Context: an optimization exercise on an open-source flow, tuned for small area, a short achievable clock period and few clock cycles per item. The choices shown serve that exercise and are no tape-out recipe.
Where RTL was checked, it was by simulation tests only, not by an equivalence proof against the original.

Setup of the previous run:
// lattice_interp
module lattice_interp (
  input  wire        clk,
  input  wire        rst,
  input  wire        in_valid,
  input  wire [63:0] in_x,         
  output reg         in_ready,
  output reg         mem_rd,
  output reg  [16:0] mem_addr,
  input  wire [15:0] mem_rdata,    
  output reg         out_valid,
  output reg  [15:0] out_y
);
Size: roughly 1800 cells after synthesis, about 280 flip-flops, ~0.020 mm^2 of cells after synthesis.
==> flow/config.mk <==
export PLATFORM = sky130hd
export DESIGN_NAME = lattice_interp
export DESIGN_NICKNAME = lattice_interp
export VERILOG_FILES = /design/flow/design.v
export SDC_FILE = /design/flow/constraint.sdc
export NUM_CORES = 4
export LEC_CHECK = 0
export CAP_MARGIN = 20
export CORE_MARGIN = 2
export CORE_UTILIZATION = 40
export CTS_BUF_LIST = sky130_fd_sc_hd__clkbuf_16
export CTS_CLUSTER_DIAMETER = 80
export CTS_CLUSTER_SIZE = 25
export SLEW_MARGIN = 20
export SYNTH_HIERARCHICAL = 1
==> flow/constraint.sdc <==
create_clock -name core_clock -period 10.0 [get_ports {clk}]
set_input_delay 2.0000 -clock core_clock [delete_from_list [all_inputs] [get_ports {clk}]]
set_output_delay 2.0000 -clock core_clock [all_outputs]
set_load 0.01 [all_outputs]
standard.sh (not shown) runs the stock make flow with config.mk's settings and CLKGATE_MAP_FILE= SYNTH_SCRIPT=/design/flow/synth_recipe.tcl, a recipe that flattens the netlist after the stock synthesis.
==> flow/flow/run.sh <==
#!/bin/bash
# Standard layout, with plain buffers (buf_2) on the ports instead of the
# delay buffers the port-buffering step picks by default, and timing repair
# aiming at a shorter period than the 10 ns clock.
set -euo pipefail
bash standard.sh "BUFFER_PORTS_ARGS=-buffer_cell sky130_fd_sc_hd__buf_2" SETUP_SLACK_MARGIN=6.3 finish > standard.log 2>&1
Modified inputs, the current run compared to the previous run
diff --git a/flow/design.v b/flow/design.v
--- a/flow/design.v
+++ b/flow/design.v
@@ -1,26 +1,27 @@
 module lattice_interp (
   input  wire        clk,
   input  wire        rst,
   input  wire        in_valid,
   input  wire [63:0] in_x,         
-  output reg         in_ready,
+  output wire        in_ready,
   output reg         mem_rd,
   output reg  [16:0] mem_addr,
   input  wire [15:0] mem_rdata,    
   output reg         out_valid,
   output reg  [15:0] out_y
 );
   reg  [63:0] x_r;         
   reg         act;         
   reg         lastc;       
   reg         fc;          
   reg  [3:0]  done;        
+  assign in_ready = ~act;
   wire [15:0] f0 = {x_r[11:0],  x_r[15:12]};
   wire [15:0] f1 = {x_r[27:16], x_r[31:28]};
   wire [15:0] f2 = {x_r[43:32], x_r[47:44]};
   wire [15:0] f3 = {x_r[59:48], x_r[63:60]};
   wire [15:0] ib = {x_r[63:60], x_r[47:44], x_r[31:28], x_r[15:12]};
   wire g01 = f0 >= f1, g02 = f0 >= f2, g03 = f0 >= f3;
   wire g12 = f1 >= f2, g13 = f1 >= f3, g23 = f2 >= f3;
   wire g10 = f1 >= f0, g20 = f2 >= f0, g30 = f3 >= f0;
   wire g21 = f2 >= f1, g31 = f3 >= f1, g32 = f3 >= f2;
@@ -1633,19 +1634,18 @@
     tp       <= bs;
     if (!act) begin
       x_r  <= in_x;
       done <= 4'd0;
     end else begin
       done <= done | top;
     end
     if (rst) begin
       act       <= 1'b0;
-      in_ready  <= 1'b1;
       lastc     <= 1'b0;
       fc        <= 1'b0;
       mem_rd    <= 1'b0;
       last1     <= 1'b0;
       last2     <= 1'b0;
       last3     <= 1'b0;
       fin       <= 1'b0;
       fin2      <= 1'b0;
       out_valid <= 1'b0;
@@ -1654,19 +1654,18 @@
       last1     <= lastc;
       last2     <= last1;
       last3     <= last2;
       fin       <= last3;
       fin2      <= fin;
       out_valid <= fin2;
       fc        <= ~act & in_valid;
       lastc     <= act & ~more;
       act       <= act ? more : in_valid;
-      in_ready  <= act ? ~more : ~in_valid;
     end
   end
 endmodule
 module lattice_fa (
   input  wire a,
   input  wire b,
   input  wire c,
   output wire s,
   output wire co
Results
- No stage failed in the current run, and the final checks on the layout all came back clean.
- Between the previous run and the current run, the flow reports synthesized area decreasing slightly.
- Cell area after layout went down slightly going from the previous run to the current run.
- Diff the previous run -> the current run | total vias in the final route | down slightly
- Remaining max-slew budget at the tightest pin in the current run vs the previous run: up 19 points
- Run comparison: the previous run cell with the biggest individual delay on the critical path fa_1; the current run cell with the biggest individual delay on the critical path dfxtp_4
- The post-layout worst setup margin number comes out lower for the previous run vs the current run.
- After detailed routing, the previous run needs more wire than the current run.
- The current run — met3 global-route usage 0.41 points higher, the previous run as reference
- Going from the previous run to the current run, the endpoint required time on the critical path was found to have gone down by 2.43 ns.
Testbench counts of the current run, summed over its fixed seeds: cycles 9,405, items 2,048.
Function not checked in the previous run: the RTL went through the layout flow alone.

-- what the ideal ports hide --
In the flow no input, the clock included, has a driving cell. The finished layouts below were timed again as built, in two steps. Step 1: set_driving_cell puts a clkbuf_16 on clk and a buf_2 on each other input, an assumption about the parent block. Step 2 moves the port delays by t, midway between the first and last clock arrival at a register: inputs arrive t later, outputs are due t later. That takes back most of the time a late clock gives input paths. Slacks: ideal / step 1 / step 2; pairs: ideal / step 1.
run	t (ns)	setup WS [ns]	worst setup path after step 2
the previous run	0.597	6.380 / 6.380 / 6.380	register to register
the current run	0.603	6.387 / 6.335 / 6.403	register to register
After both steps every run listed still meets setup and hold.
